Context: an optimization exercise on an open-source flow, tuned for small area, a short achievable clock period and few clock cycles. The choices shown serve that exercise and are no tape-out recipe.
Function was checked by simulation only, so behaviour that the tests miss may differ from the original.
Power is estimated from default activity; no workload was simulated.

[flow/flow/run.sh]
#!/bin/bash
# The standard layout, with two changes to how it is made:
#  - the port buffers are buf_4 cells instead of the resizer's default choice
#    (a slow delay buffer);
#  - repair_timing is asked for more setup slack than the period needs, so
#    that it sizes the paths for a shorter achieved period.
# The clock period and all constraints are the design's own.
bash standard.sh "BUFFER_PORTS_ARGS=-buffer_cell sky130_fd_sc_hd__buf_4" SETUP_SLACK_MARGIN=8.7 finish > standard.log 2>&1
[flow/config.mk]
export PLATFORM = sky130hd
export DESIGN_NAME = qsc_encoder
export DESIGN_NICKNAME = qsc_encoder
export VERILOG_FILES = /design/flow/design.v
export SDC_FILE = /design/flow/constraint.sdc
export NUM_CORES = 4
export LEC_CHECK = 0
export ABC_AREA = 1
export CAP_MARGIN = 5
export CORE_MARGIN = 2
export CORE_UTILIZATION = 75
export CTS_BUF_LIST = sky130_fd_sc_hd__clkbuf_16
export CTS_CLUSTER_DIAMETER = 80
export CTS_CLUSTER_SIZE = 24
export SLEW_MARGIN = 5
export TNS_END_PERCENT = 10
[flow/standard.sh]
#!/bin/bash
# synth_recipe.tcl (not shown) runs the flow's synth.tcl, then flattens the netlist and writes it again
# the make line also repeats each setting of config.mk as NAME=value (left out here)
make -C /OpenROAD-flow-scripts/flow DESIGN_CONFIG=/design/flow/config.mk WORK_HOME=/design/flow/orfs CLKGATE_MAP_FILE= SYNTH_SCRIPT=/design/flow/synth_recipe.tcl "${@:-finish}"
[flow/design.v]
module qsc_encoder (
    input  wire        clk,
    input  wire        rst,
    input  wire        cmd_valid,
    output wire        cmd_ready,
    input  wire [5:0]  cmd_width_m1,
    input  wire [5:0]  cmd_lines_m1,
    input  wire        cmd_hist_reset,
    input  wire        in_valid,
    output wire        in_ready,
    input  wire [7:0]  in_pix,
    output wire        out_valid,
    input  wire        out_ready,
    output wire [7:0]  out_data,
    output wire        done,
    output wire [14:0] nbytes
);
    integer i;
    reg adv;            
    reg in_rdy;
    reg cmd_rdy;
    reg        active;
    reg [5:0]  cur_w, cur_l;
    reg        cur_hr;
    reg [5:0]  j, ln;
    wire last_j  = (j == cur_w);
    wire last_l  = (ln == cur_l);
    wire cmd_acc = cmd_valid && cmd_rdy;
    wire take    = in_valid && in_rdy;
    wire blk_out = take && last_j && last_l;      
    assign cmd_ready = cmd_rdy;
    assign in_ready  = in_rdy;
    wire active_nx = cmd_acc || (active && !blk_out);
    always @(posedge clk) begin
        if (rst) begin
            active <= 1'b0;
            j      <= 6'd0;
            ln     <= 6'd0;
        end else begin
            active <= active_nx;
            if (cmd_acc) begin
                cur_w  <= cmd_width_m1;
                cur_l  <= cmd_lines_m1;
                cur_hr <= cmd_hist_reset;
            end
            if (take) begin
                j  <= last_j ? 6'd0 : j + 6'd1;
                if (last_j) ln <= last_l ? 6'd0 : ln + 6'd1;
            end
        end
    end
    reg        v0;
    reg [7:0]  x0;
    reg        f0_first, f0_last, f0_end, f0_hrf, f0_z;
    always @(posedge clk) begin
        if (rst)      v0 <= 1'b0;
        else if (adv) v0 <= take;
        if (adv) begin
            x0       <= in_pix;
            f0_first <= (j == 6'd0);
            f0_last  <= last_j;
            f0_end   <= last_j && last_l;
            f0_hrf   <= cur_hr && (j == 6'd0) && (ln == 6'd0);
            f0_z     <= cur_hr && (ln == 6'd0);
        end
    end
    reg [7:0]  lb [0:61];
    reg [7:0]  bn_reg, b_reg, last_pix;
    wire [5:0] wi  = ~cur_w;                    
    wire       w1  = (cur_w == 6'd0);
    wire       w2  = (cur_w == 6'd1);
    wire [7:0] tap = lb[6'd61 - {3'd0, wi[2:0]}];
    wire       sh  = v0 && adv;
    always @(posedge clk) begin
        if (sh) begin
            lb[0] <= x0;
            for (i = 1; i < 62; i = i + 1)
                lb[i] <= ((i % 8) == 0 && wi[5:3] == (i / 8)) ? x0 : lb[i-1];
            bn_reg <= w2 ? x0 : tap;
            b_reg  <= w1 ? x0 : bn_reg;
        end
    end
    wire [7:0] bz  = f0_z ? 8'd0 : b_reg;
    wire [7:0] bnz = f0_z ? 8'd0 : bn_reg;
    wire [7:0] na = x0, nb = bnz, nc = bz;
    wire [8:0] d_bc = {1'b0, nb} - {1'b0, nc};
    wire [8:0] d_ac = {1'b0, na} - {1'b0, nc};
    wire [8:0] d_ab = {1'b0, na} - {1'b0, nb};
    wire       z_bc = (nb == nc);
    wire       z_ac = (na == nc);
    wire       gab  = !d_ab[8] && !(na == nb);       
    wire       cgea = d_ac[8] || z_ac;               
    wire       cgeb = d_bc[8] || z_bc;               
    wire       clea = !d_ac[8];                      
    wire       cleb = !d_bc[8];                      
    wire [7:0] p_ab = na + nb - nc;
    reg  [7:0] npred;
    always @(*) begin
        if (cgea && cgeb)      npred = gab ? nb : na;    
        else if (clea && cleb) npred = gab ? na : nb;    
        else                   npred = p_ab;
    end
    function [1:0] qzd;
        input [8:0] d;
        input       z;
        begin
            if (z)                                                        qzd = 2'd0;
            else if (d[8:2] == 7'd0 || (d[8:2] == 7'h7f && d[1:0] != 2'd0)) qzd = 2'd1;
            else if (d[8:4] == 5'd0 || (d[8:4] == 5'h1f && d[3:0] != 4'd0)) qzd = 2'd2;
            else                                                          qzd = 2'd3;
        end
    endfunction
    wire [3:0] nctx  = {qzd(d_bc, z_bc), qzd(d_ac, z_ac)};
    wire       nflat = z_bc && z_ac;
    reg  [7:0] pred_n;
    reg  [3:0] ctx_n;
    reg        flat_n;
    always @(posedge clk) begin
        if (rst) begin
            ctx_n  <= 4'd0;
            flat_n <= 1'b1;
        end else if (sh) begin
            ctx_n  <= f0_last ? 4'd0 : nctx;
            flat_n <= f0_last || nflat;
        end
        if (sh) begin
            last_pix <= x0;
            pred_n   <= npred;
        end
    end
    wire [7:0] pred  = f0_first ? bz : pred_n;
    wire [7:0] e     = x0 - pred;
    wire [7:0] m_cur = {e[6:0] ^ {7{e[7]}}, e[7]};
    wire       match = x0 == (f0_first ? bz : last_pix);
    reg [13:0] sa [0:15];
    reg [5:0]  sn [0:15];
    reg [15:0] sv;
    reg        v1;
    reg [7:0]  m1;
    reg [3:0]  ctx1;
    reg [13:0] a1;
    reg [5:0]  n1;
    reg        flat1, match1;
    reg        f1_last, f1_end, f1_hrf;
    wire        regv;             
    wire [13:0] a_new;
    wire [5:0]  n_new;
    wire        fwd = v1 && regv && (ctx_n == ctx1);
    always @(posedge clk) begin
        if (rst)      v1 <= 1'b0;
        else if (adv) v1 <= v0;
        if (adv) begin
            m1      <= m_cur;
            ctx1    <= ctx_n;
            flat1   <= flat_n;
            match1  <= match;
            f1_last <= f0_last;
            f1_end  <= f0_end;
            f1_hrf  <= f0_hrf;
            if (f0_hrf) begin
                a1 <= 14'd4;
                n1 <= 6'd1;
            end else if (fwd) begin
                a1 <= a_new;
                n1 <= n_new;
            end else if (sv[ctx_n]) begin
                a1 <= sa[ctx_n];
                n1 <= sn[ctx_n];
            end else begin
                a1 <= 14'd4;
                n1 <= 6'd1;
            end
        end
    end
    function [2:0] jtab;
        input [4:0] r;
        begin
            case (r)
                5'd0,  5'd1,  5'd2,  5'd3:  jtab = 3'd0;
                5'd4,  5'd5,  5'd6,  5'd7:  jtab = 3'd1;
                5'd8,  5'd9,  5'd10, 5'd11: jtab = 3'd2;
                5'd12, 5'd13, 5'd14, 5'd15: jtab = 3'd3;
                5'd16, 5'd17:               jtab = 3'd4;
                5'd18, 5'd19:               jtab = 3'd5;
                5'd20, 5'd21:               jtab = 3'd6;
                default:                    jtab = 3'd7;    
            endcase
        end
    endfunction
    reg [4:0]  ri;
    reg [2:0]  jri;           
    reg [6:0]  cnt;           
    reg        run_cont;      
    wire       inrun  = run_cont || flat1;
    wire [4:0] ri_cur = f1_hrf ? 5'd0 : ri;
    wire [2:0] jr     = f1_hrf ? 3'd0 : jri;
    wire [6:0] cnt1   = cnt + 7'd1;
    wire [6:0] cmask  = ~(7'h7f << jr);         
    wire       hit    = (cnt == cmask);
    wire [4:0] ri_up  = (ri_cur == 5'd31) ? ri_cur : ri_cur + 5'd1;
    wire [4:0] ri_dn  = (ri_cur == 5'd0) ? ri_cur : ri_cur - 5'd1;
    wire       r_one  = inrun && match1 && (hit || f1_last);
    wire       r_zero = inrun && !match1;
    wire [6:0] cnt_sh = cnt << (3'd7 - jr);
    assign     regv   = !(inrun && match1);
    always @(posedge clk) begin
        if (rst) begin
            run_cont <= 1'b0;
            cnt      <= 7'd0;
        end else if (adv && v1) begin
            if (inrun && match1) begin
                if (hit) begin
                    ri  <= ri_up;
                    jri <= jtab(ri_up);
                    cnt <= 7'd0;
                end else begin
                    ri  <= ri_cur;
                    jri <= jr;
                    cnt <= f1_last ? 7'd0 : cnt1;
                end
                run_cont <= !f1_last;
            end else if (inrun) begin
                ri       <= ri_dn;
                jri      <= jtab(ri_dn);
                cnt      <= 7'd0;
                run_cont <= 1'b0;
            end else begin
                run_cont <= 1'b0;
            end
        end
    end
    wire [13:0] a_add = a1 + {6'd0, m1};
    assign a_new = (n1 == 6'd63) ? {1'b0, a_add[13:1]} : a_add;
    assign n_new = (n1 == 6'd63) ? 6'd32 : n1 + 6'd1;
    wire   s_upd = adv && v1 && regv;
    always @(posedge clk) begin
        if (adv && v0 && f0_hrf) sv <= 16'd0;
        else if (s_upd)          sv[ctx1] <= 1'b1;
        for (i = 0; i < 16; i = i + 1) begin
            if (s_upd && ctx1 == i) begin
                sa[i] <= a_new;
                sn[i] <= n_new;
            end
        end
    end
    reg [6:0] ge;
    integer kk;
    reg [13:0] ahi;
    reg        alo;
    always @(*)
        for (kk = 0; kk < 7; kk = kk + 1) begin
            ahi    = a1 >> kk;
            alo    = |(a1 & ~(14'h3fff << kk));
            ge[kk] = !((ahi[13:6] != 8'd0) || (ahi[5:0] > n1) || (ahi[5:0] == n1 && alo));
        end
    wire [7:0] koh = {~ge[6], ge[6:1] & ~ge[5:0], ge[0]};
    wire [2:0] k_cur = {|koh[7:4], |{koh[7:6], koh[3:2]}, |{koh[7], koh[5], koh[3], koh[1]}};
    reg  [7:0] q_cur;
    reg  [7:0] m_sh;
    reg  [7:0] esc_k;
    always @(*) begin
        q_cur = 8'd0;
        m_sh  = 8'd0;
        for (kk = 0; kk < 8; kk = kk + 1) begin
            esc_k[kk] = (kk < 4) && ((m1 >> kk) >= 8'd23);
            q_cur     = q_cur | ({8{koh[kk]}} & (m1 >> kk));
            m_sh      = m_sh | ({8{koh[kk]}} & (m1 << (8 - kk)));
        end
    end
    wire esc = |(koh & esc_k);
    wire [3:0] runl = r_one ? 4'd1 : r_zero ? ({1'b0, jr} + 4'd1) : 4'd0;
    wire [3:0] flen = !regv ? 4'd0 : esc ? 4'd9 : ({1'b0, k_cur} + 4'd1);
    reg        v2;
    reg [7:0]  runf2;
    reg [3:0]  runl2;         
    reg [4:0]  q2;            
    reg [4:0]  rlfl2;         
    reg [8:0]  fld2;
    reg [3:0]  flen2;
    reg        end2;
    always @(posedge clk) begin
        if (rst)      v2 <= 1'b0;
        else if (adv) v2 <= v1;
        if (adv) begin
            runf2 <= r_one ? 8'h80 : r_zero ? {1'b0, cnt_sh} : 8'h00;
            runl2 <= runl;
            q2    <= !regv ? 5'd0 : esc ? 5'd23 : q_cur[4:0];
            rlfl2 <= {1'b0, runl} + {1'b0, flen};
            fld2  <= !regv ? 9'd0 : esc ? {1'b1, m1} : {1'b1, m_sh};
            flen2 <= flen;
            end2  <= f1_end;
        end
    end
    reg [23:0] obuf;
    reg [5:0]  fill;
    reg        pend;
    reg [8:0]  pfld;
    reg [3:0]  pflen;
    reg        pend_end;
    reg        closing;
    reg        done_r;
    reg        ov;
    reg [14:0] nbc;
    wire        can_acc = (fill < 6'd16) && !pend && !closing;
    wire        take_c  = v2 && can_acc;
    wire [5:0]  pz      = fill + {2'b0, runl2} + {1'b0, q2};    
    wire [6:0]  fe_t    = {1'b0, fill} + {2'b0, q2} + {2'b0, rlfl2};
    wire [6:0]  fe_p    = {1'b0, fill} + {3'b0, pflen};
    wire        fits_t  = (fe_t <= 7'd24);
    wire        fits_p  = (fe_p <= 7'd24);
    wire [8:0]  f_src   = pend ? pfld : fld2;
    wire [5:0]  f_pos   = pend ? fill : pz;
    wire        f_fits  = pend ? fits_p : fits_t;
    wire [23:0] ins_r   = take_c ? ({runf2, 16'd0} >> fill[3:0]) : 24'd0;
    wire [23:0] ins_f   = (take_c || pend) ? ({f_src, 15'd0} >> f_pos) : 24'd0;
    wire        cmpl    = take_c ? fits_t : (pend && fits_p);    
    wire        c_end   = pend ? pend_end : end2;
    wire [5:0]  fa_t    = end2 ? {fe_t[5:3] + {2'b0, |fe_t[2:0]}, 3'd0} : fe_t[5:0];
    wire [5:0]  fa_p    = pend_end ? {fe_p[5:3] + {2'b0, |fe_p[2:0]}, 3'd0} : fe_p[5:0];
    wire [5:0]  fill_i  = take_c ? (fits_t ? fa_t : pz) :
                          pend   ? (fits_p ? fa_p : fill) : fill;
    wire [23:0] obuf_i  = obuf | ins_r | ins_f;
    wire        byte_hs = ov && out_ready;
    wire [5:0]  fill_nx = byte_hs ? {fill_i[5:3] - 3'd1, fill_i[2:0]} : fill_i;
    wire        pend_nx = take_c ? !fits_t : (pend && !fits_p);
    wire        last_b  = closing && (fill == 6'd8);
    wire        clos_nx = (last_b && byte_hs) ? 1'b0 : (cmpl && c_end) ? 1'b1 : closing;
    wire        v2_nx   = adv ? v1 : v2;
    wire        acc_0   = take_c ? (fits_t && !end2 && fe_t < 7'd16) :
                          pend   ? (fits_p && !pend_end && fe_p < 7'd16) :
                                   (fill < 6'd16 && !closing);
    wire        acc_1h  = take_c ? (fits_t && !end2 && fe_t < 7'd24) :
                          pend   ? (fits_p && !pend_end && fe_p < 7'd24) :
                                   (fill < 6'd24 && !(closing && !last_b));
    wire        acc_1   = ov ? acc_1h : acc_0;
    wire        adv_0   = !(v2_nx && !acc_0);
    wire        adv_1   = !(v2_nx && !acc_1);
    wire        adv_nx  = out_ready ? adv_1 : adv_0;
    wire        act_0   = cmd_acc || active;
    wire        act_1   = cmd_acc || (active && !(in_rdy && last_j && last_l));
    wire        act_nx  = in_valid ? act_1 : act_0;
    wire        rdy_00  = act_0 && adv_0;
    wire        rdy_01  = act_0 && adv_1;
    wire        rdy_10  = act_1 && adv_0;
    wire        rdy_11  = act_1 && adv_1;
    wire        rdy_nx  = in_valid ? (out_ready ? rdy_11 : rdy_10) : (out_ready ? rdy_01 : rdy_00);
    wire [14:0] nbc_inc = nbc + 15'd1;
    assign out_valid = ov;
    assign out_data  = obuf[23:16];
    assign done      = done_r;
    assign nbytes    = nbc;
    always @(posedge clk) begin
        if (rst) begin
            obuf    <= 24'd0;
            fill    <= 6'd0;
            pend    <= 1'b0;
            closing <= 1'b0;
            done_r  <= 1'b0;
            ov      <= 1'b0;
            nbc     <= 15'd0;
            adv     <= 1'b1;
            in_rdy  <= 1'b0;
            cmd_rdy <= 1'b1;
        end else begin
            obuf    <= byte_hs ? {obuf_i[15:0], 8'd0} : obuf_i;
            fill    <= fill_nx;
            pend    <= pend_nx;
            ov      <= (fill_nx >= 6'd8);
            done_r  <= last_b && byte_hs;
            closing <= clos_nx;
            nbc     <= done_r ? 15'd0 : byte_hs ? nbc_inc : nbc;
            adv     <= adv_nx;
            in_rdy  <= rdy_nx;
            cmd_rdy <= !act_nx;
        end
        if (take_c) begin
            pfld     <= fld2;
            pflen    <= flen2;
            pend_end <= end2;
        end
    end
endmodule
[flow/constraint.sdc]
create_clock -name core_clock -period 12.0 [get_ports {clk}]
set_input_delay 2.4000 -clock core_clock [delete_from_list [all_inputs] [get_ports {clk}]]
set_output_delay 2.4000 -clock core_clock [all_outputs]
set_load 0.01 [all_outputs]
==> flow_metrics.py, run 1 <==
metrics = {
    "outcome": {
        "outcome": "timing/DRC/antenna clean",
    },
    "layout": {
        "areaGrowthSynthToFinish_pct": 7.60,
        "instances_no_fill": 5007,
        "fin_util_pct": 81.2,
        "reg_top3": "lb: 488 flops, sa: 224 flops, sn: 96 flops",
        "drive_gt1_share_pct": 9.25,
        "nNetsFinal": 4368,
        "final_cell_area_um2": 49900,
        "largest_reg_flops": 488,
        "regMostFlops": "lb",
        "n_antenna_cell": 0,
    },
    "power": {
        "cellLeakagePower_nw": 19.1,
        "max-vdd-ir-drop_mv": 0.149,
        "power.density_nw_per_um2": 194,
    },
    "yosys": {
        "synth_seq_area_share_pct": 66.5,
        "yosysTopAreaCellShare_pct": 62.3,
        "synth_area_per_cell_um2": 11.3,
        "yosysMostFrequentCell": "nand2_1",
        "async_reset_ff_share_pct": 0,
        "syn_nets": 4285,
        "syn_area_um2": 46300,
        "synth_warnings": 4,
        "synthCells": 4102,
        "synth.distinct_cells": 63,
        "ys_top_cells_by_count": "nand2_1 (1,012), edfxtp_1 (961), inv_1 (386)",
        "ys_ff_latch": 1058,
        "synthTopCellsByArea": "edfxtp_1 (62%), nand2_1 (8.2%), dfxtp_1 (4.2%)",
        "synth_area_leader_cell": "edfxtp_1",
        "synth_edf_count": 961,
        "ys.flop_type": "edfxtp_1",
    },
    "timing": {
        "fin_ws_ns": 8.49,
        "period_needed_ns": 3.51,
        "fin_crit_sh_pct": 29.3,
        "rsz0062_at_grt": "true",
        "worst_pin_slew_ns": 1.35,
        "timing.fmax_mhz": 285,
        "tns_ns": 0,
        "finalHoldViolations": 0,
        "setup_viol": 0,
        "slew_headroom_pct": 9.94,
        "final_max_slew_viol_count": 0,
        "clock_skew_ns": 0.0324,
    },
    "placement": {
        "dp.cells": 4876,
        "placed_area_um2": 47600,
        "finalWeightedCongestion": 0.958,
        "dp_hpwl_mm": 65.7,
        "place_ws_ns": 7.77,
        "portBuffers": 52,
    },
    "routing": {
        "drtPass1Iterations": 6,
        "antenna_left": 0,
        "via_count": 31200,
        "wl_per_cell_um": 21.1,
        "wl_mm": 105,
        "drt-vias-per-instance": 6.22,
        "first_iter_violations": 3938,
        "drcViolationCount": 0,
    },
    "die": {
        "initial_core_util_pct": 75.5,
        "design.core.area_um2": 61400,
        "die_h_um": 253,
        "rows": 91,
        "fp.dieArea_um2": 63800,
        "die_w_um": 253,
        "ios": 53,
    },
    "setup_path": {
        "crit_buf_inv": 1,
        "critPathMaxStageDelay_ns": 0.37,
        "worstPathCellList": "buf_6",
        "cpLargestDelayFamily": "flip-flops",
        "required_ns": 9.60,
        "critical_path.max_fanout": 2,
        "arrival_ns": 1.11,
        "crit_slowest_cell": "dfxtp_4",
        "cp-end-kind": "primary output",
        "start_kind": "flip-flop",
        "criticalPathCategory": "flip-flop to primary output",
    },
    "cts": {
        "cts_num_sinks": 1058,
        "htreeDepth": 2,
        "numCtsBuffers": 51,
        "cts_buffer_depth": 3,
        "clk_latency_ns": 0.66,
        "cts_tree": "yes",
        "cts_root_buf": "clkbuf_16",
        "clkTransAtPathRegs_ns": 0.09,
    },
    "global_route": {
        "grtUsageTotal_pct": 33.1,
        "antenna_found_initial": 1,
        "grt_pass1_wl_mm": 162,
        "grt_pass1_vias": 29500,
        "grt_start_max_net_pins": 95,
        "grt_overflow_total": 0,
    },
    "hold_path": {
        "min_path_type": "flip-flop to flip-flop",
    },
    "run": {
        "drv_cap": 0,
    },
}
## repair_timing
| action | 4_1_cts | 5_1_grt |
|---|---|---|
| setup buffers | 32 | 13 |
| endpoints found under the setup margin | 257 | 373 |
| gates cloned | 1 | 0 |
| resized for setup | 68 | 62 |
| pin swaps | 11 | 3 |
| hold endpoints to repair | 0 | 0 |
| hold buffers | 0 | 0 |
## report_power, final
group	switching, W	total (W)	internal [W]
Sequential	0.000165	0.00462	0.00445
Combinational	0.00206	0.00312	0.00106
Clock	0.00112	0.00194	0.000814
Total	0.00335	0.00967	0.00633
## placed cells by master, fill, tap and decap left out, types with 10 or more instances in the layout
master,n
a22o_1,37
xnor2_1,17
nand3_1,204
dfxtp_4,10
nor3_1,51
inv_1,386
o21ai_0,242
edfxtp_1,961
nand2_2,20
clkbuf_16,52
ha_1,128
dfxtp_1,72
nor4_1,18
o21ai_2,22
a21oi_1,164
nand4_1,92
xor2_1,52
dfxtp_2,15
o22ai_1,19
nor2_1,229
fa_1,23
o21ai_1,18
buf_6,11
o211ai_1,20
inv_2,16
a211oi_1,14
nor2_2,29
nand2_1,997
buf_4,136
a31oi_1,17
clkinvlp_4,11
## area by class of cell
class | count | area, µm²
multi-input combinational | 2528 | 13800
clock buffer | 52 | 1300
clock inverter | 33 | 219
inverter | 398 | 1550
tap | 790 | 988
timing repair buffer | 148 | 1160
fill | 3500 | 11500
sequential | 1058 | 30900
## layer usage
metal	up-vias	global-route usage, %	part of all wire [%]
li1	14400	-	-
met1	14700	46.7	39
met2	1754	53.7	48
met3	279	4.78	9.5
met4	0	11.3	3.2
met5	-	0	0
## path summary, 6_finish.rpt
path / startpoint / endpoint / slack (ns) / depth (start not counted)
max: obuf[17] / out_data[1] / 8.49 / 1
min: lb[22][3] / lb[23][3] / 0.41 / 0
max reg2reg: f0_z / pred_n[4] / 8.54 / 15
min reg2reg: lb[22][3] / lb[23][3] / 0.41 / 0
## metrics by stage
stage	hold slack (ns)	total power, W
2_1_floorplan	0.400	0.00676
3_3_place_gp	0.400	0.00735
3_5_place_dp	0.405	0.00742
4_1_cts	0.414	0.00949
5_1_grt	0.424	0.0102
6_report	0.413	0.00967
## cells by family after synthesis
logic type | count (synthesis) | synth area share (%)
XOR/XNOR | 70 | 1.32
multiplexers | 4 | 0.0864
adder cells (fa/ha/maj) | 157 | 4.63
AND/OR/NAND/NOR | 1697 | 15.5
AO/OA/AOI/OAI | 599 | 7.53
flip-flops | 1058 | 66.5
buffers and inverters | 517 | 4.44
Testbench counts, summed over its fixed seeds: cycles 139,132.
==> inputs of run 2 (changes only) <==
--- a/flow/config.mk
+++ b/flow/config.mk
@@ -10,3 +10,3 @@
 export CORE_MARGIN = 2
-export CORE_UTILIZATION = 75
+export CORE_UTILIZATION = 85
 export CTS_BUF_LIST = sky130_fd_sc_hd__clkbuf_16
==> run 2 against run 1 <==
The flow now stops in global routing. Area after synthesis unchanged. Synthesized cell count unchanged.
==> flow_metrics.py, run 2 <==
metrics = {
    "outcome": {
        "outcome": "did not finish",
        "lastStage": "global routing",
        "error": "[ERROR GRT-0232] Routing congestion too high. Check the congestion heatmap in the GUI.",
    },
    "yosys": {
        "synthCells": 4102,
        "syn_nets": 4285,
        "synth_area_per_cell_um2": 11.3,
        "syn_area_um2": 46300,
        "synth_seq_area_share_pct": 66.5,
        "synth.distinct_cells": 63,
        "yosysTopAreaCellShare_pct": 62.3,
        "synth_warnings": 4,
        "async_reset_ff_share_pct": 0,
        "ys_ff_latch": 1058,
        "synth_edf_count": 961,
        "ys_top_cells_by_count": "nand2_1 (1,012), edfxtp_1 (961), inv_1 (386)",
        "synthTopCellsByArea": "edfxtp_1 (62%), nand2_1 (8.2%), dfxtp_1 (4.2%)",
        "ys.flop_type": "edfxtp_1",
        "yosysMostFrequentCell": "nand2_1",
        "synth_area_leader_cell": "edfxtp_1",
    },
    "die": {
        "ios": 53,
        "die_h_um": 237,
        "rows": 85,
        "die_w_um": 237,
        "initial_core_util_pct": 86.1,
    },
    "cts": {
        "cts_num_sinks": 1058,
        "htreeDepth": 2,
        "cts_buffer_depth": 3,
        "numCtsBuffers": 51,
        "ctsHoldBuffers": 0,
        "cts_root_buf": "clkbuf_16",
    },
    "placement": {
        "dp_hpwl_mm": 78.8,
        "dp.cells": 4783,
        "finalWeightedCongestion": 0.970,
        "portBuffers": 52,
    },
    "global_route": {
        "grtUsageTotal_pct": 84.5,
        "grt_start_max_net_pins": 218,
        "grt_overflow_total": 413,
    },
}
run 2: cell counts after synthesis:
Identical to the previous run, type by type.
run 2: what timing repair did:
item	CTS
setup endpoints to repair	207
gates resized for setup	155
setup buffers	44
pin swaps	17
cloned	1
run 2: per-stage QoR:
step | utilization [%] | setup WS (ns) | instance area [µm²] | total power (W)
3_3_place_gp | 88.3 | 7.84 | 47500 | 0.00732
2_1_floorplan | - | 2.98 | 46400 | 0.00676
4_1_cts | 92.7 | 8.49 | 49900 | 0.00980
3_5_place_dp | 88.3 | 7.79 | 47500 | 0.00750
run 2: worst max path at each step:
stage / end / cells after the start / slack [ns] / from
floorplan: b_reg[0] / 2 / 2.98 / adv
global placement: nbc[13] / 10 / 7.84 / out_ready
detailed placement: nbc[13] / 10 / 7.79 / out_ready
CTS: out_data[2] / 1 / 8.49 / obuf[18]
run 2: cell families after synthesis:
group                      synth area share (%)
and+or+nand+nor                            15.5
buffers and inverters                      4.44
xor gates and xnor gates                   1.32
AOI/OAI and AO/OA                          7.53
DFF                                        66.5
muxes                                    0.0864
adders and majority gates                  4.63
run 2: per-layer routing:
| metal | track usage (%) | GRT overflow |
|---|---|---|
| met5 | 51.9 | 3 |
| met4 | 80.2 | 157 |
| met3 | 76.1 | 35 |
| met2 | 95.4 | 190 |
| met1 | 85.3 | 28 |
run 2: power by group through the flow:
stage	combinational [W]	sequential (W)	clock, W
detailed placement	0.00280	0.00470	0
global placement	0.00264	0.00468	0
CTS	0.00320	0.00463	0.00197
floorplan	0.00212	0.00464	0
==> inputs of run 3 (changes only) <==
--- a/flow/design.v
+++ b/flow/design.v
@@ -83,4 +83,3 @@
     wire [7:0] bz  = f0_z ? 8'd0 : b_reg;
-    wire [7:0] bnz = f0_z ? 8'd0 : bn_reg;
-    wire [7:0] na = x0, nb = bnz, nc = bz;
+    wire [7:0] na = x0, nb = bn_reg, nc = b_reg;
     wire [8:0] d_bc = {1'b0, nb} - {1'b0, nc};
@@ -98,3 +97,4 @@
     always @(*) begin
-        if (cgea && cgeb)      npred = gab ? nb : na;    
+        if (f0_z)              npred = na;
+        else if (cgea && cgeb) npred = gab ? nb : na;    
         else if (clea && cleb) npred = gab ? na : nb;    
@@ -112,4 +112,5 @@
     endfunction
-    wire [3:0] nctx  = {qzd(d_bc, z_bc), qzd(d_ac, z_ac)};
-    wire       nflat = z_bc && z_ac;
+    wire [1:0] qz_a0 = (na == 8'd0) ? 2'd0 : (na <= 8'd3) ? 2'd1 : (na <= 8'd15) ? 2'd2 : 2'd3;
+    wire [3:0] nctx  = f0_z ? {2'd0, qz_a0} : {qzd(d_bc, z_bc), qzd(d_ac, z_ac)};
+    wire       nflat = f0_z ? (na == 8'd0) : (z_bc && z_ac);
     reg  [7:0] pred_n;
--- a/flow/config.mk
+++ b/flow/config.mk
@@ -10,3 +10,3 @@
 export CORE_MARGIN = 2
-export CORE_UTILIZATION = 85
+export CORE_UTILIZATION = 75
 export CTS_BUF_LIST = sky130_fd_sc_hd__clkbuf_16
==> run 3 against run 2 <==
Area after synthesis decreased by 0.41%. The run now finishes clean. Synthesized cell count fell by 1.3%.
==> flow_metrics.py, run 3 <==
metrics = {
    "routing": {
        "antenna_left": 0,
        "via_count": 33900,
        "drcViolationCount": 0,
        "drt-vias-per-instance": 6.75,
        "first_iter_violations": 5522,
        "wl_mm": 125,
        "wl_per_cell_um": 24.9,
        "drtPass1Iterations": 10,
    },
    "layout": {
        "final_common_cell": "edfxtp_1",
        "instances_no_fill": 5021,
        "drive_gt1_share_pct": 11.2,
        "final_cell_mix": "edfxtp_1 (961), nand2_1 (921), inv_1 (385)",
        "nNetsFinal": 4380,
        "fill_cells": 2933,
        "reg_top3": "lb: 488 flops, sa: 224 flops, sn: 96 flops",
        "largest_reg_flops": 488,
        "regMostFlops": "lb",
        "areaGrowthSynthToFinish_pct": 9.52,
    },
    "timing": {
        "slew_headroom_pct": 11.1,
        "final_max_slew_viol_count": 0,
        "rsz0062_at_grt": "true",
        "timing.fmax_mhz": 285,
        "period_needed_ns": 3.51,
        "setup_viol": 0,
        "finalHoldViolations": 0,
        "tns_ns": 0,
        "fin_crit_sh_pct": 29.3,
        "clock_skew_ns": 0.0668,
        "worst_pin_slew_ns": 1.33,
    },
    "yosys": {
        "synth_area_per_cell_um2": 11.4,
        "async_reset_ff_share_pct": 0,
        "synth.distinct_cells": 60,
        "synthTopCellsByArea": "edfxtp_1 (63%), nand2_1 (7.6%), dfxtp_1 (4.2%)",
        "yosysTopAreaCellShare_pct": 62.5,
        "synth_area_leader_cell": "edfxtp_1",
        "synth_seq_area_share_pct": 66.7,
        "syn_area_um2": 46100,
        "synth_warnings": 4,
        "ys.flop_type": "edfxtp_1",
        "syn_nets": 4234,
        "ys_ff_latch": 1058,
        "synthCells": 4048,
        "synth_edf_count": 961,
        "ys_top_cells_by_count": "edfxtp_1 (961), nand2_1 (939), inv_1 (377)",
        "yosysMostFrequentCell": "edfxtp_1",
    },
    "cts": {
        "htreeDepth": 2,
        "clk_latency_ns": 0.71,
        "cts_tree": "yes",
        "ctsHoldBuffers": 0,
        "cts_num_sinks": 1058,
        "cts_buffer_depth": 3,
        "clkTransAtPathRegs_ns": 0.10,
        "cts_root_buf": "clkbuf_16",
        "numCtsBuffers": 52,
    },
    "setup_path": {
        "crit_slowest_cell": "edfxtp_1",
        "cpLargestDelayFamily": "simple AND/OR/NAND/NOR gates",
        "r2r_start": "x0[0]",
        "critPathMaxStageDelay_ns": 0.65,
        "crit_buf_inv": 4,
        "cp-end-kind": "flip-flop",
        "worstPathCellList": "clkinvlp_4, ha_1, fa_1, inv_1, nand2_1, nand2_1, a21oi_1, inv_1, nand2_1, nand2_1, inv_1, o211ai_1, nand3_1, nand2_1",
        "required_ns": 12.56,
        "crit_start": "x0[0]",
        "criticalPathCategory": "flip-flop to flip-flop",
        "arrival_ns": 4.08,
        "crit_top_cell": "nand2_1",
        "critical_path.max_fanout": 12,
        "start_kind": "flip-flop",
    },
    "die": {
        "ios": 53,
        "fp.dieArea_um2": 63500,
        "design.core.area_um2": 60600,
        "die_w_um": 252,
        "rows": 90,
        "die_h_um": 252,
        "initial_core_util_pct": 76.2,
    },
    "hold_path": {
        "min_path_type": "flip-flop to flip-flop",
        "min_from": "lb[14][0]",
    },
    "global_route": {
        "grt_pass1_vias": 32400,
        "grt_start_max_net_pins": 180,
        "antenna_found_initial": 4,
        "grt_pass1_wl_mm": 185,
        "grtUsageTotal_pct": 38.6,
        "grt_overflow_total": 0,
    },
    "placement": {
        "dp_hpwl_mm": 73.2,
        "portBuffers": 52,
        "finalWeightedCongestion": 0.940,
        "dp.cells": 4809,
    },
    "outcome": {
        "outcome": "timing/DRC/antenna clean",
    },
    "run": {
        "drv_cap": 0,
    },
    "power": {
        "max-vdd-ir-drop_mv": 0.197,
        "p_total_w": 0.0101,
        "power.density_nw_per_um2": 200,
        "cellLeakagePower_nw": 19.1,
    },
}
run 3: cell types whose count changed after synthesis, sizes merged, moves of 10 or more:
cell    delta
a221oi    +10
a22o      -25
nand2     -75
nor2      +10
o22ai     +14
run 3: worst reg2reg max path: cells and delay by family, from the launching register on:
family / cells / cell delay, ns
fa+ha+maj: 2 / 0.70
flops: 1 / 0.65
buf+inv: 4 / 0.83
simple gates: 6 / 0.91
compound gates: 2 / 0.31
run 3: metal layers:
metal  global-route usage, %  vias up  routed length (µm)  part of all wire [%]
li1                        -    14400                   -                     -
met1                    49.0    15800               42100                    34
met2                    62.5     2935               58400                    47
met3                    8.94      746               16000                    13
met4                    21.0        6                8480                   6.8
met5                   0.154        -                  50                 0.040
run 3: where the power goes:
group | switching (W) | leakage [nW] | total, W | internal, W
Combinational | 0.00222 | 8.53 | 0.00351 | 0.00129
Sequential | 0.000164 | 9.72 | 0.00460 | 0.00443
Clock | 0.00119 | 0.896 | 0.00201 | 0.000827
run 3: worst paths after layout:
check	depth (start not counted)	slack (ns)	to
min reg2reg	0	0.41	lb[15][0]
max	14	8.49	pred_n[5]
min	0	0.41	lb[15][0]
max reg2reg	14	8.49	pred_n[5]
run 3: metrics by stage:
step / utilization [%] / area [µm²] / worst slack, ns / hold slack, ns
3_5_place_dp: 78.2 / 47400 / 7.82 / 0.405
3_3_place_gp: 78.2 / 47400 / 7.88 / 0.400
2_1_floorplan: - / 46200 / 2.99 / 0.400
4_1_cts: 81.8 / 49600 / 8.46 / 0.415
5_1_grt: 83.4 / 50500 / 8.43 / 0.421
6_report: 83.4 / 50500 / 8.49 / 0.414
run 3: cell families (layout without fill, tap and decap cells):
kind of cell | after synthesis | after routing | synth area share [%]
multiplexers | 4 | 4 | 0.0868
AND/OR/NAND/NOR | 1623 | 1623 | 15.0
buffers and inverters | 513 | 703 | 4.40
XOR/XNOR | 80 | 80 | 1.52
adder cells (fa/ha/maj) | 160 | 160 | 4.73
flip-flops | 1058 | 1058 | 66.7
AO/OA/AOI/OAI | 610 | 610 | 7.51
other | 0 | 1 | 0
run 3: timing repair:
action | CTS | global route
resized for setup | 84 | 109
endpoints found under the setup margin | 316 | 340
cloned | 1 | 1
pin swaps | 26 | 42
buffers inserted | 40 | 70
run 3: layout make-up:
cell class              instances  area (µm²)  area share, %
flip-flops and latches       1058       30800           61.0
multi-input cells            2477       13900           27.5
repair buffers                202        1630           3.23
inverters                     402        1590           3.15
clock buffers                  53        1330           2.62
well taps                     782         978           1.94
clock inverters                45         274          0.542
repair inverters                1        5.00        0.00990
diodes                          1        2.50        0.00495
Testbench counts of run 3, summed over its fixed seeds: cycles 139,132.
==> inputs of run 4 (changes only) <==
--- a/flow/config.mk
+++ b/flow/config.mk
@@ -15,2 +15 @@
 export SLEW_MARGIN = 5
-export TNS_END_PERCENT = 10
==> run 4 against run 3 <==
Clock-buffer cell count unchanged. Combinational power fell by 1%. Clock skew shrank 0.017 ns. Critical path depth down 13. Wire length shrank 7.8%. Die area unchanged. Non-clock buffer count up 10. Utilization rose by 0.78 points. Critical path type is now flip-flop to primary output. Critical endpoint is now out_data[6].
==> flow_metrics.py, run 4 <==
metrics = {
    "outcome": {
        "outcome": "timing/DRC/antenna clean",
    },
    "yosys": {
        "synth_seq_area_share_pct": 66.7,
        "synth_warnings": 4,
        "synth_area_per_cell_um2": 11.4,
        "synthCells": 4048,
        "ys_top_cells_by_count": "edfxtp_1 (961), nand2_1 (939), inv_1 (377)",
        "synth.distinct_cells": 60,
        "async_reset_ff_share_pct": 0,
        "ys.flop_type": "edfxtp_1",
        "yosysTopAreaCellShare_pct": 62.5,
        "ys_ff_latch": 1058,
        "yosysMostFrequentCell": "edfxtp_1",
        "synth_area_leader_cell": "edfxtp_1",
        "synthTopCellsByArea": "edfxtp_1 (63%), nand2_1 (7.6%), dfxtp_1 (4.2%)",
        "synth_edf_count": 961,
        "syn_area_um2": 46100,
        "syn_nets": 4234,
    },
    "layout": {
        "reg_top3": "lb: 488 flops, sa: 224 flops, sn: 96 flops",
        "areaGrowthSynthToFinish_pct": 10.5,
        "nNetsFinal": 4402,
        "regMostFlops": "lb",
        "final_common_cell": "edfxtp_1",
        "drive_gt1_share_pct": 12.1,
        "fill_cells": 3063,
        "largest_reg_flops": 488,
        "regArea_um2": 30900,
        "final_cell_mix": "edfxtp_1 (961), nand2_1 (918), inv_1 (374)",
        "multi_input_area_um2": 14100,
    },
    "timing": {
        "worst_pin_slew_ns": 1.19,
        "fin_ws_ns": 8.47,
        "clock_skew_ns": 0.0502,
        "slew_headroom_pct": 20.1,
        "period_needed_ns": 3.53,
        "finalHoldViolations": 0,
        "timing.fmax_mhz": 283,
        "rsz0062_at_grt": "true",
        "setup_viol": 0,
        "tns_ns": 0,
        "fin_crit_sh_pct": 29.5,
        "final_max_slew_viol_count": 0,
    },
    "setup_path": {
        "arrival_ns": 1.13,
        "required_ns": 9.60,
        "crit_slowest_cell": "dfxtp_4",
        "cpLargestDelayFamily": "flip-flops",
        "cp.depth": 1,
        "cp-end-kind": "primary output",
        "reg2reg_depth": 18,
        "critPathMaxStageDelay_ns": 0.37,
        "crit_buf_inv": 1,
        "start_kind": "flip-flop",
        "critical_path.max_fanout": 2,
        "worstPathCellList": "buf_6",
        "criticalPathCategory": "flip-flop to primary output",
    },
    "routing": {
        "drcViolationCount": 0,
        "wl_mm": 115,
        "drt-vias-per-instance": 6.41,
        "drtPass1Iterations": 9,
        "wl_per_cell_um": 22.9,
        "antenna_left": 0,
        "via_count": 32300,
        "first_iter_violations": 4204,
    },
    "power": {
        "power.density_nw_per_um2": 197,
        "max-vdd-ir-drop_mv": 0.220,
        "cellLeakagePower_nw": 19.3,
    },
    "cts": {
        "cts_tree": "yes",
        "clk_latency_ns": 0.68,
        "htreeDepth": 2,
        "cts_buffer_depth": 3,
        "clkTransAtPathRegs_ns": 0.11,
        "numCtsBuffers": 53,
        "cts_num_sinks": 1058,
        "ctsHoldBuffers": 0,
        "cts_root_buf": "clkbuf_16",
    },
    "placement": {
        "finalWeightedCongestion": 0.944,
        "portBuffers": 52,
        "dp_hpwl_mm": 66.1,
        "place_ws_ns": 8.13,
    },
    "die": {
        "initial_core_util_pct": 76.2,
        "die_h_um": 252,
        "die_w_um": 252,
        "ios": 53,
        "design.core.area_um2": 60600,
        "fp.dieArea_um2": 63500,
        "rows": 90,
    },
    "global_route": {
        "grtUsageTotal_pct": 35.7,
        "grt_overflow_total": 0,
        "antenna_found_initial": 5,
        "grt_start_max_net_pins": 102,
        "grt_pass1_vias": 30700,
        "grt_pass1_wl_mm": 171,
    },
    "run": {
        "drv_cap": 0,
    },
    "hold_path": {
        "min_path_type": "flip-flop to flip-flop",
        "hold_depth": 0,
    },
}
==> run 4: final timing paths <==
kind         startpoint           to  slack [ns]
max            obuf[22]  out_data[6]        8.47
min           lb[33][5]    lb[34][5]        0.40
max reg2reg       q2[1]           ov        8.60
min reg2reg   lb[33][5]    lb[34][5]        0.40
==> run 4: power by group <==
group / internal [W] / total, W / switching (W) / leakage, nW
clock: 0.000831 / 0.00201 / 0.00118 / 0.858
sequential: 0.00443 / 0.00458 / 0.000151 / 9.72
combinational: 0.00130 / 0.00346 / 0.00215 / 8.67
==> run 4: per-stage QoR <==
| stage | area, µm² | hold WS, ns | power [W] | util, % | std cells |
|---|---|---|---|---|---|
| final | 51000 | 0.402 | 0.0101 | 84.2 | 5034 |
| after global routing | 51000 | 0.416 | 0.0105 | 84.2 | 5033 |
| after CTS | 50200 | 0.418 | 0.00940 | 82.8 | 4971 |
| after detailed placement | 47500 | 0.405 | 0.00721 | 78.3 | 4802 |
| after global placement | 47500 | 0.400 | 0.00714 | 78.3 | 4802 |
| after floorplan | 46200 | 0.400 | 0.00660 | - | 4048 |
==> run 4: cell type report <==
class	instances	area share, %
sequential	1058	60.5
inverter	402	3.11
timing repair inverter	1	0.00981
clock buffer	53	2.60
multi-input combinational	2488	27.6
clock inverter	37	0.515
tap	782	1.92
antenna	1	0.00491
timing repair buffer	212	3.78
==> run 4: cell families after synthesis <==
family,Yosys count,synth area share (%)
compound gates,610,7.51
xor+xnor,80,1.52
fa+ha+maj,160,4.73
buf+inv,513,4.40
flops,1058,66.7
mux,4,0.0868
simple gates,1623,15.0
==> run 4: layer usage <==
metal | share of wire [%] | up-vias | track usage [%]
met5 | 0.051 | - | 0
met4 | 5.2 | 6 | 15.9
met3 | 12 | 483 | 6.93
met2 | 47 | 2225 | 57.6
met1 | 36 | 15100 | 48.0
li1 | - | 14500 | -
==> run 4: repair_timing <==
action                                  in CTS  in global routing
resized for setup                          130                 91
gates cloned                                10                  4
hold endpoints to repair                     0                  0
pin swaps                                   37                 54
endpoints found under the setup margin     861                289
buffers inserted                            69                 58
==> inputs of run 5 (changes only) <==
--- a/flow/config.mk
+++ b/flow/config.mk
@@ -10,3 +10,3 @@
 export CORE_MARGIN = 2
-export CORE_UTILIZATION = 75
+export CORE_UTILIZATION = 70
 export CTS_BUF_LIST = sky130_fd_sc_hd__clkbuf_16
@@ -15 +15,2 @@
 export SLEW_MARGIN = 5
+export TNS_END_PERCENT = 10
==> run 5 against run 4 <==
Still clean. Register-to-register slack about the same. Cell count rose by 0.36%. Utilization down 7.7 points. Hold slack gained 0.014 ns. Sequential share of layout area rose by 1.1 points. Non-clock buffer count fell by 48. Design area is 1.8% lower. Via count down 1.5%. Clock-buffer cell count shrank 1. Power fell by 4.0%. Critical path depth stayed put. Critical path type unchanged.
==> flow_metrics.py, run 5 <==
metrics = {
    "timing": {
        "finalHoldViolations": 0,
        "fin_crit_sh_pct": 29.5,
        "tns_ns": 0,
        "timing.fmax_mhz": 283,
        "final_max_slew_viol_count": 0,
        "clock_skew_ns": 0.0447,
        "slew_headroom_pct": 16.2,
        "rsz0062_at_grt": "true",
        "worst_pin_slew_ns": 1.25,
        "period_needed_ns": 3.54,
        "setup_viol": 0,
    },
    "yosys": {
        "ys_top_cells_by_count": "edfxtp_1 (961), nand2_1 (939), inv_1 (377)",
        "syn_nets": 4234,
        "synthTopCellsByArea": "edfxtp_1 (63%), nand2_1 (7.6%), dfxtp_1 (4.2%)",
        "yosysTopAreaCellShare_pct": 62.5,
        "synth_edf_count": 961,
        "synth_seq_area_share_pct": 66.7,
        "syn_area_um2": 46100,
        "ys.flop_type": "edfxtp_1",
        "yosysMostFrequentCell": "edfxtp_1",
        "ys_ff_latch": 1058,
        "synth_warnings": 4,
        "synthCells": 4048,
        "synth.distinct_cells": 60,
        "synth_area_per_cell_um2": 11.4,
        "async_reset_ff_share_pct": 0,
        "synth_area_leader_cell": "edfxtp_1",
    },
    "setup_path": {
        "criticalPathCategory": "flip-flop to primary output",
        "required_ns": 9.60,
        "start_kind": "flip-flop",
        "critPathMaxStageDelay_ns": 0.37,
        "cp-end-kind": "primary output",
        "cpLargestDelayFamily": "flip-flops",
        "crit_slowest_cell": "dfxtp_4",
        "crit_buf_inv": 1,
        "arrival_ns": 1.14,
        "regToRegSetupSlack_ns": 8.60,
        "critical_path.max_fanout": 5,
        "worstPathCellList": "buf_4",
    },
    "global_route": {
        "grt_pass1_vias": 30500,
        "grt_pass1_wl_mm": 167,
        "grt_start_max_net_pins": 212,
        "grt_overflow_total": 0,
        "grtUsageTotal_pct": 32.0,
        "antenna_found_initial": 0,
    },
    "die": {
        "ios": 53,
        "initial_core_util_pct": 70.4,
        "die_w_um": 261,
        "fp.dieArea_um2": 68000,
        "die_h_um": 261,
        "rows": 94,
        "design.core.area_um2": 65500,
    },
    "layout": {
        "nNetsFinal": 4343,
        "largest_reg_flops": 488,
        "final_cell_mix": "edfxtp_1 (961), nand2_1 (926), inv_1 (378)",
        "n_antenna_cell": 0,
        "drive_gt1_share_pct": 9.77,
        "areaGrowthSynthToFinish_pct": 8.57,
        "regMostFlops": "lb",
        "reg_top3": "lb: 488 flops, sa: 224 flops, sn: 96 flops",
        "final_common_cell": "edfxtp_1",
    },
    "cts": {
        "htreeDepth": 2,
        "cts_tree": "yes",
        "ctsHoldBuffers": 0,
        "cts_buffer_depth": 3,
        "cts_root_buf": "clkbuf_16",
        "clkTransAtPathRegs_ns": 0.09,
        "clk_latency_ns": 0.66,
        "cts_num_sinks": 1058,
        "numCtsBuffers": 52,
    },
    "routing": {
        "drcViolationCount": 0,
        "wl_mm": 110,
        "antenna_left": 0,
        "drtPass1Iterations": 7,
        "first_iter_violations": 4311,
        "wl_per_cell_um": 21.8,
        "via_count": 31800,
        "drt-vias-per-instance": 6.29,
    },
    "power": {
        "pwr-share-seq_pct": 47.6,
        "cellLeakagePower_nw": 18.8,
        "p_comb_share_pct": 32.3,
        "switchingPower_w": 0.00333,
        "p_total_w": 0.00965,
        "power.density_nw_per_um2": 193,
        "clockPowerShare_pct": 20.1,
        "p_sw_share_pct": 34.5,
        "max-vdd-ir-drop_mv": 0.180,
        "intPower_w": 0.00632,
    },
    "outcome": {
        "outcome": "timing/DRC/antenna clean",
    },
    "placement": {
        "finalWeightedCongestion": 0.929,
        "portBuffers": 52,
        "dp_hpwl_mm": 68.0,
    },
    "run": {
        "drv_cap": 0,
    },
    "hold_path": {
        "min_path_type": "flip-flop to flip-flop",
    },
}
-- run 5: repair_timing --
item,in CTS,in global routing
hold endpoints to repair,0,0
pin swaps,26,5
cloned,2,0
setup buffers,26,48
gates resized for setup,97,30
endpoints found under the setup margin,144,251
-- run 5: cell type report --
| cell class | instances | area [µm²] |
|---|---|---|
| tap | 864 | 1080 |
| clock inverter | 33 | 225 |
| timing repair buffer | 164 | 1300 |
| inverter | 402 | 1570 |
| sequential | 1058 | 30800 |
| timing repair inverter | 2 | 15.0 |
| clock buffer | 52 | 1300 |
| multi-input combinational | 2477 | 13800 |
| fill | 3918 | 15400 |
-- run 5: power groups by stage --
stage | registers [W] | clock network [W] | logic, W
global route | 0.00461 | 0.00207 | 0.00344
CTS | 0.00459 | 0.00196 | 0.00294
floorplan | 0.00462 | 0 | 0.00197
detailed placement | 0.00467 | 0 | 0.00261
finish | 0.00459 | 0.00194 | 0.00312
global placement | 0.00466 | 0 | 0.00249
-- run 5: path summary, 6_finish.rpt --
check	depth (start not counted)	startpoint	end
setup / recovery	1	nbc[13]	nbytes[13]
hold / removal	0	lb[12][3]	lb[13][3]
setup reg to reg	18	q2[1]	ov
hold reg to reg	0	lb[12][3]	lb[13][3]
-- run 5: cell families (layout without fill, tap and decap cells) --
family	count (synthesis)	count (layout)	synth area share (%)
AOI/OAI and AO/OA	610	610	7.51
xor gates and xnor gates	80	80	1.52
adders and majority gates	160	160	4.73
buffers and inverters	513	653	4.40
DFF	1058	1058	66.7
muxes	4	4	0.0868
and+or+nand+nor	1623	1623	15.0
-- run 5: layer usage --
metal	routed length [µm]	global-route usage, %	vias up
met2	52500	52.4	1902
li1	-	-	14300
met4	4470	13.0	0
met5	0	0	-
met3	10800	4.05	322
met1	42200	44.1	15300
-- run 5: per-stage QoR --
stage | hold WS [ns] | instance area (µm²) | instances | utilization (%) | worst slack [ns]
CTS | 0.419 | 49600 | 5004 | 75.8 | 8.44
detailed placement | 0.405 | 47500 | 4891 | 72.5 | 7.83
global placement | 0.400 | 47500 | 4891 | 72.5 | 7.89
global route | 0.424 | 50100 | 5052 | 76.5 | 8.44
floorplan | 0.400 | 46200 | 4048 | - | 2.99
finish | 0.415 | 50100 | 5052 | 76.5 | 8.46
==> inputs of run 6 (changes only) <==
--- a/flow/flow/run.sh
+++ b/flow/flow/run.sh
@@ -7,2 +7,2 @@
 # The clock period and all constraints are the design's own.
-bash standard.sh "BUFFER_PORTS_ARGS=-buffer_cell sky130_fd_sc_hd__buf_4" SETUP_SLACK_MARGIN=8.7 finish > standard.log 2>&1
+bash standard.sh "BUFFER_PORTS_ARGS=-buffer_cell sky130_fd_sc_hd__buf_4" SETUP_SLACK_MARGIN=8.4 finish > standard.log 2>&1
==> run 6 against run 5 <==
Critical path type is now flip-flop to flip-flop. Still clean. Highest routed layer unchanged. Wire length down 1.1%. Die area unchanged. Clock-buffer cell count unchanged. Largest cell class unchanged. Setup slack worse by 0.15 ns. Fmax decreased by 4.0%. Combinational power decreased by 6%.
==> flow_metrics.py, run 6 <==
metrics = {
    "global_route": {
        "grt_overflow_total": 0,
        "grt_pass1_wl_mm": 165,
        "antenna_found_initial": 0,
        "grt_start_max_net_pins": 212,
        "grt_pass1_vias": 30200,
        "grtUsageTotal_pct": 31.7,
    },
    "die": {
        "ios": 53,
        "rows": 94,
        "initial_core_util_pct": 70.4,
        "die_h_um": 261,
        "design.core.area_um2": 65500,
        "die_w_um": 261,
        "fp.dieArea_um2": 68000,
    },
    "setup_path": {
        "critPathCapture": "rlfl2[3]",
        "rr_endpoint": "rlfl2[3]",
        "r2r_start": "n1[1]",
        "required_ns": 12.37,
        "criticalPathCategory": "flip-flop to flip-flop",
        "reg2reg_depth": 19,
        "start_kind": "flip-flop",
        "arrival_ns": 4.05,
        "regToRegSetupSlack_ns": 8.32,
        "critical_path.max_fanout": 10,
        "cp-end-kind": "flip-flop",
        "crit_start": "n1[1]",
    },
    "cts": {
        "numCtsBuffers": 52,
        "clkTransAtPathRegs_ns": 0.09,
        "cts_tree": "yes",
        "cts_num_sinks": 1058,
        "cts_buffer_depth": 3,
        "htreeDepth": 2,
        "clk_latency_ns": 0.66,
        "cts_root_buf": "clkbuf_16",
    },
    "yosys": {
        "ys.flop_type": "edfxtp_1",
        "yosysTopAreaCellShare_pct": 62.5,
        "synth_seq_area_share_pct": 66.7,
        "ys_top_cells_by_count": "edfxtp_1 (961), nand2_1 (939), inv_1 (377)",
        "syn_area_um2": 46100,
        "synth_area_per_cell_um2": 11.4,
        "yosysMostFrequentCell": "edfxtp_1",
        "async_reset_ff_share_pct": 0,
        "syn_nets": 4234,
        "ys_ff_latch": 1058,
        "synth_edf_count": 961,
        "synthCells": 4048,
        "synth_warnings": 4,
        "synth.distinct_cells": 60,
        "synth_area_leader_cell": "edfxtp_1",
        "synthTopCellsByArea": "edfxtp_1 (63%), nand2_1 (7.6%), dfxtp_1 (4.2%)",
    },
    "layout": {
        "n_antenna_cell": 0,
        "fin_util_pct": 75.5,
        "areaGrowthSynthToFinish_pct": 7.18,
        "largest_reg_flops": 488,
        "drive_gt1_share_pct": 7.51,
        "final_cell_mix": "edfxtp_1 (961), nand2_1 (933), inv_1 (388)",
        "final_common_cell": "edfxtp_1",
        "regMostFlops": "lb",
        "reg_top3": "lb: 488 flops, sa: 224 flops, sn: 96 flops",
        "nNetsFinal": 4308,
        "fill_cells": 4008,
    },
    "routing": {
        "first_iter_violations": 4351,
        "antenna_left": 0,
        "drcViolationCount": 0,
        "drt-vias-per-instance": 6.27,
        "via_count": 31500,
        "drtPass1Iterations": 7,
        "wl_per_cell_um": 21.7,
        "wl_mm": 109,
    },
    "timing": {
        "clock_skew_ns": 0.0486,
        "period_needed_ns": 3.68,
        "rsz0062_at_grt": "true",
        "worst_pin_slew_ns": 1.28,
        "final_max_slew_viol_count": 0,
        "finalHoldViolations": 0,
        "slew_headroom_pct": 15.0,
        "setup_viol": 0,
        "timing.fmax_mhz": 272,
        "fin_crit_sh_pct": 30.7,
        "tns_ns": 0,
    },
    "run": {
        "drv_cap": 0,
    },
    "power": {
        "power.density_nw_per_um2": 192,
        "max-vdd-ir-drop_mv": 0.167,
        "cellLeakagePower_nw": 18.6,
    },
    "placement": {
        "portBuffers": 52,
        "finalWeightedCongestion": 0.929,
        "dp_hpwl_mm": 68.0,
    },
    "hold_path": {
        "min_path_type": "flip-flop to flip-flop",
    },
    "outcome": {
        "outcome": "timing/DRC/antenna clean",
    },
}
## run 6: cell counts after synthesis
No cell type changed its count.
## run 6: metal layers
layer | share of wire [%] | GRT usage [%] | wire length [µm] | up-vias
li1 | - | - | - | 14300
met1 | 39 | 43.9 | 42300 | 15100
met2 | 48 | 52.0 | 52000 | 1767
met3 | 9.5 | 4.02 | 10400 | 315
met4 | 3.8 | 12.3 | 4130 | 0
met5 | 0 | 0 | 0 | -
## run 6: cell families after synthesis
| group | after synthesis | share of synthesized area [%] |
|---|---|---|
| buffers and inverters | 513 | 4.40 |
| XOR/XNOR | 80 | 1.52 |
| flip-flops | 1058 | 66.7 |
| multiplexers | 4 | 0.0868 |
| adder cells (fa/ha/maj) | 160 | 4.73 |
| AND/OR/NAND/NOR | 1623 | 15.0 |
| AO/OA/AOI/OAI | 610 | 7.51 |
## run 6: metrics by stage
stage | total power, W | worst slack [ns] | cell area [µm²] | instances | hold WS, ns
after floorplan | 0.00659 | 2.99 | 46200 | 4048 | 0.400
after global placement | 0.00716 | 7.89 | 47500 | 4891 | 0.400
after detailed placement | 0.00728 | 7.83 | 47500 | 4891 | 0.405
after CTS | 0.00919 | 8.31 | 49000 | 4976 | 0.419
after global routing | 0.00995 | 8.08 | 49500 | 5017 | 0.424
final | 0.00947 | 8.32 | 49500 | 5017 | 0.415
## run 6: final cells by class
type	count	area (µm²)	area share (%)
tap	864	1080	2.19
inverter	402	1540	3.11
clock buffer	52	1300	2.63
sequential	1058	30800	62.3
multi-input combinational	2477	13500	27.3
clock inverter	33	225	0.455
timing repair buffer	131	993	2.01
## run 6: power by group
group	switching [W]	internal, W
clock network	0.00114	0.000809
logic	0.00193	0.000998
registers	0.000163	0.00443
## run 6: how the worst min path moves through the flow
stage	startpoint	slack, ns	cells after the start	endpoint
final	lb[12][3]	0.41	0	lb[13][3]
after global routing	lb[46][1]	0.42	0	lb[47][1]
after CTS	flen2[3]	0.42	0	pflen[3]
after detailed placement	lb[11][1]	0.40	0	lb[12][1]
after global placement	lb[38][7]	0.40	0	lb[39][7]
after floorplan	f1_end	0.40	0	end2
## run 6: critical path: stages, from the launching register on
cell and delay (ns):
edfxtp_1 0.42, clkinvlp_4 0.25, buf_4 0.21, ha_1 0.26
inv_1 0.05, o21bai_1 0.16, nand4_1 0.13, nand3_1 0.09
o21ai_0 0.11, nand3_2 0.15, inv_1 0.07, o21ai_0 0.08
nand2_1 0.11, nor2_4 0.27, nand2_1 0.16, nor2_2 0.21
ha_4 0.25, a21oi_1 0.16, nand2_1 0.11, xor2_1 0.17
## run 6: repair_timing
item,CTS,global route
resized for setup,1,39
endpoints found under the setup margin,15,83
hold endpoints to repair,0,0
hold buffers,0,0
pin swaps,0,14
buffers inserted,0,41
==> inputs of run 7 (changes only) <==
--- a/flow/flow/run.sh
+++ b/flow/flow/run.sh
@@ -7,2 +7,2 @@
 # The clock period and all constraints are the design's own.
-bash standard.sh "BUFFER_PORTS_ARGS=-buffer_cell sky130_fd_sc_hd__buf_4" SETUP_SLACK_MARGIN=8.4 finish > standard.log 2>&1
+bash standard.sh "BUFFER_PORTS_ARGS=-buffer_cell sky130_fd_sc_hd__buf_4" SETUP_SLACK_MARGIN=8.5 finish > standard.log 2>&1
==> run 7 against run 6 <==
Synthesized cell count unchanged. Global-route usage up 0.11 points. Clock power about the same. Non-clock buffer count up 8. Cell count up 0.20%. Power up 0.34%. First-iteration DRC count down 4.0%. Sequential power about the same. Die area unchanged. Largest cell class unchanged.
==> flow_metrics.py, run 7 <==
metrics = {
    "cts": {
        "clkTransAtPathRegs_ns": 0.09,
        "cts_buffer_depth": 3,
        "htreeDepth": 2,
        "cts_tree": "yes",
        "cts_num_sinks": 1058,
        "cts_root_buf": "clkbuf_16",
        "numCtsBuffers": 52,
        "clk_latency_ns": 0.66,
    },
    "power": {
        "p_comb_share_pct": 31.2,
        "switchingPower_w": 0.00326,
        "max-vdd-ir-drop_mv": 0.167,
        "pwr-share-seq_pct": 48.4,
        "intPower_w": 0.00625,
        "clockPowerShare_pct": 20.4,
        "p_sw_share_pct": 34.3,
        "power.density_nw_per_um2": 191,
        "cellLeakagePower_nw": 18.7,
    },
    "timing": {
        "timing.fmax_mhz": 277,
        "clock_skew_ns": 0.0436,
        "slew_headroom_pct": 14.7,
        "period_needed_ns": 3.61,
        "worst_pin_slew_ns": 1.28,
        "finalHoldViolations": 0,
        "final_max_slew_viol_count": 0,
        "rsz0062_at_grt": "true",
        "fin_crit_sh_pct": 30.1,
        "tns_ns": 0,
        "setup_viol": 0,
        "fin_ws_ns": 8.39,
    },
    "layout": {
        "fill_cells": 3973,
        "regMostFlops": "lb",
        "areaGrowthSynthToFinish_pct": 7.68,
        "drive_gt1_share_pct": 8.12,
        "regArea_um2": 30800,
        "multi_input_area_um2": 13600,
        "reg_top3": "lb: 488 flops, sa: 224 flops, sn: 96 flops",
        "final_common_cell": "edfxtp_1",
        "n_antenna_cell": 0,
        "largest_reg_flops": 488,
        "final_cell_mix": "edfxtp_1 (961), nand2_1 (932), inv_1 (385)",
        "fin_util_pct": 75.9,
        "nNetsFinal": 4318,
    },
    "hold_path": {
        "worstHoldEndpoint": "lb[35][2]",
        "hold_depth": 0,
        "min_from": "lb[34][2]",
        "min_path_type": "flip-flop to flip-flop",
    },
    "die": {
        "die_h_um": 261,
        "initial_core_util_pct": 70.4,
        "fp.dieArea_um2": 68000,
        "ios": 53,
        "design.core.area_um2": 65500,
        "rows": 94,
        "die_w_um": 261,
    },
    "yosys": {
        "synthCells": 4048,
        "synth_area_leader_cell": "edfxtp_1",
        "yosysMostFrequentCell": "edfxtp_1",
        "ys.flop_type": "edfxtp_1",
        "ys_ff_latch": 1058,
        "synth_edf_count": 961,
        "syn_area_um2": 46100,
        "synth_seq_area_share_pct": 66.7,
        "synth_warnings": 4,
        "ys_top_cells_by_count": "edfxtp_1 (961), nand2_1 (939), inv_1 (377)",
        "yosysTopAreaCellShare_pct": 62.5,
        "async_reset_ff_share_pct": 0,
        "synth_area_per_cell_um2": 11.4,
        "syn_nets": 4234,
        "synth.distinct_cells": 60,
        "synthTopCellsByArea": "edfxtp_1 (63%), nand2_1 (7.6%), dfxtp_1 (4.2%)",
    },
    "routing": {
        "antenna_left": 0,
        "wl_per_cell_um": 21.8,
        "drt-vias-per-instance": 6.28,
        "first_iter_violations": 4177,
        "drtPass1Iterations": 12,
        "drcViolationCount": 0,
        "wl_mm": 109,
        "via_count": 31600,
    },
    "setup_path": {
        "arrival_ns": 1.21,
        "critical_path.max_fanout": 6,
        "worstPathCellList": "buf_4",
        "start_kind": "flip-flop",
        "crit_slowest_cell": "dfxtp_1",
        "crit_buf_inv": 1,
        "r2r_start": "n1[4]",
        "rr_endpoint": "rlfl2[2]",
        "cpLargestDelayFamily": "flip-flops",
        "regToRegSetupSlack_ns": 8.43,
        "criticalPathCategory": "flip-flop to primary output",
        "required_ns": 9.60,
        "critPathMaxStageDelay_ns": 0.43,
        "cp-end-kind": "primary output",
        "reg2reg_depth": 17,
    },
    "global_route": {
        "grt_pass1_vias": 30300,
        "grt_overflow_total": 0,
        "antenna_found_initial": 0,
        "grt_start_max_net_pins": 212,
        "grt_pass1_wl_mm": 166,
        "grtUsageTotal_pct": 31.8,
    },
    "placement": {
        "dp_hpwl_mm": 68.0,
        "finalWeightedCongestion": 0.929,
        "place_ws_ns": 7.83,
        "portBuffers": 52,
    },
    "outcome": {
        "outcome": "timing/DRC/antenna clean",
    },
    "run": {
        "drv_cap": 0,
    },
}
[run 7: cell count changes in the layout (fill, tap and decap cells not counted), moves of 3 or more]
cell	before	now
clkinvlp_4	8	14
ha_4	4	10
buf_4	129	134
ha_1	129	123
inv_1	388	385
[run 7: kinds of logic after synthesis]
kind of cell | after synthesis | share of synthesized area [%]
DFF | 1058 | 66.7
and+or+nand+nor | 1623 | 15.0
adders and majority gates | 160 | 4.73
muxes | 4 | 0.0868
AOI/OAI and AO/OA | 610 | 7.51
buffers and inverters | 513 | 4.40
xor gates and xnor gates | 80 | 1.52
[run 7: repair_timing]
action	in CTS	in global routing
buffers inserted	12	37
gates cloned	2	0
setup endpoints to repair	68	163
hold buffers	0	0
pin swaps	12	9
resized for setup	33	28
[run 7: worst max path at each step]
stage,endpoint,from,cells past startpoint
2_1_floorplan,b_reg[0],adv,2
3_3_place_gp,ov,out_ready,8
3_5_place_dp,ov,out_ready,8
4_1_cts,nbytes[7],nbc[7],1
5_1_grt,rlfl2[3],n1[4],20
6_report,nbytes[12],nbc[12],1
[run 7: stage by stage]
step,instances,hold slack (ns),instance area [µm²],power [W]
3_3_place_gp,4891,0.400,47500,0.00716
5_1_grt,5027,0.424,49700,0.00999
6_report,5027,0.414,49700,0.00950
2_1_floorplan,4048,0.400,46200,0.00659
4_1_cts,4990,0.419,49300,0.00929
3_5_place_dp,4891,0.405,47500,0.00728
[run 7: area by class of cell]
cell class | instances | share of cell area, %
sequential | 1058 | 62.0
multi-input combinational | 2477 | 27.4
inverter | 402 | 3.13
clock buffer | 52 | 2.62
timing repair buffer | 139 | 2.18
tap | 864 | 2.18
clock inverter | 33 | 0.453
timing repair inverter | 2 | 0.0302
[run 7: routing by layer]
layer / track usage [%] / vias to the layer above / share of wire, %
met5: 0 / - / 0
met4: 12.6 / 0 / 4.3
met3: 4.05 / 345 / 9.8
met2: 52.2 / 1856 / 47
met1: 44.0 / 15100 / 39
li1: - / 14300 / -
[run 7: power groups by stage]
| stage | Combinational [W] | Sequential [W] | Clock, W |
|---|---|---|---|
| detailed placement | 0.00261 | 0.00467 | 0 |
| global route | 0.00331 | 0.00461 | 0.00207 |
| global placement | 0.00249 | 0.00466 | 0 |
| CTS | 0.00273 | 0.00459 | 0.00196 |
| floorplan | 0.00197 | 0.00462 | 0 |
| finish | 0.00297 | 0.00460 | 0.00194 |

## re-timing with driven ports
The flow's constraints put no driver on any port. The routed layouts listed below were extracted and timed again, unchanged, in two steps.
Step 1 sets driving cells, clkbuf_16 on the clock port and buf_2 on the other inputs (assumed; they add their load-dependent delay and slew).
Step 2 also shifts input and output timing later by t, the mid clock arrival at the registers, as if the neighbouring blocks saw the same clock.
Slacks: no drivers / after step 1 / after step 2; pairs: no drivers / after step 1.
| run | t (ns) | setup slack, ns | worst setup path at the end |
|---|---|---|---|
| run 1 | 0.710 | 8.487 / 8.418 / 8.087 | input to register |
| run 3 | 0.732 | 8.485 / 8.419 / 8.038 | input to register |
| run 4 | 0.730 | 8.465 / 8.396 / 8.134 | input to register |
| run 5 | 0.714 | 8.464 / 8.392 / 8.017 | input to register |
| run 6 | 0.707 | 8.318 / 8.290 / 7.866 | input to register |
| run 7 | 0.707 | 8.394 / 8.326 / 7.857 | input to register |
After both steps every run listed still meets setup and hold. The setup slack of run 7, which loses most, moves by -0.068 ns with the drivers and by -0.537 ns with both steps.
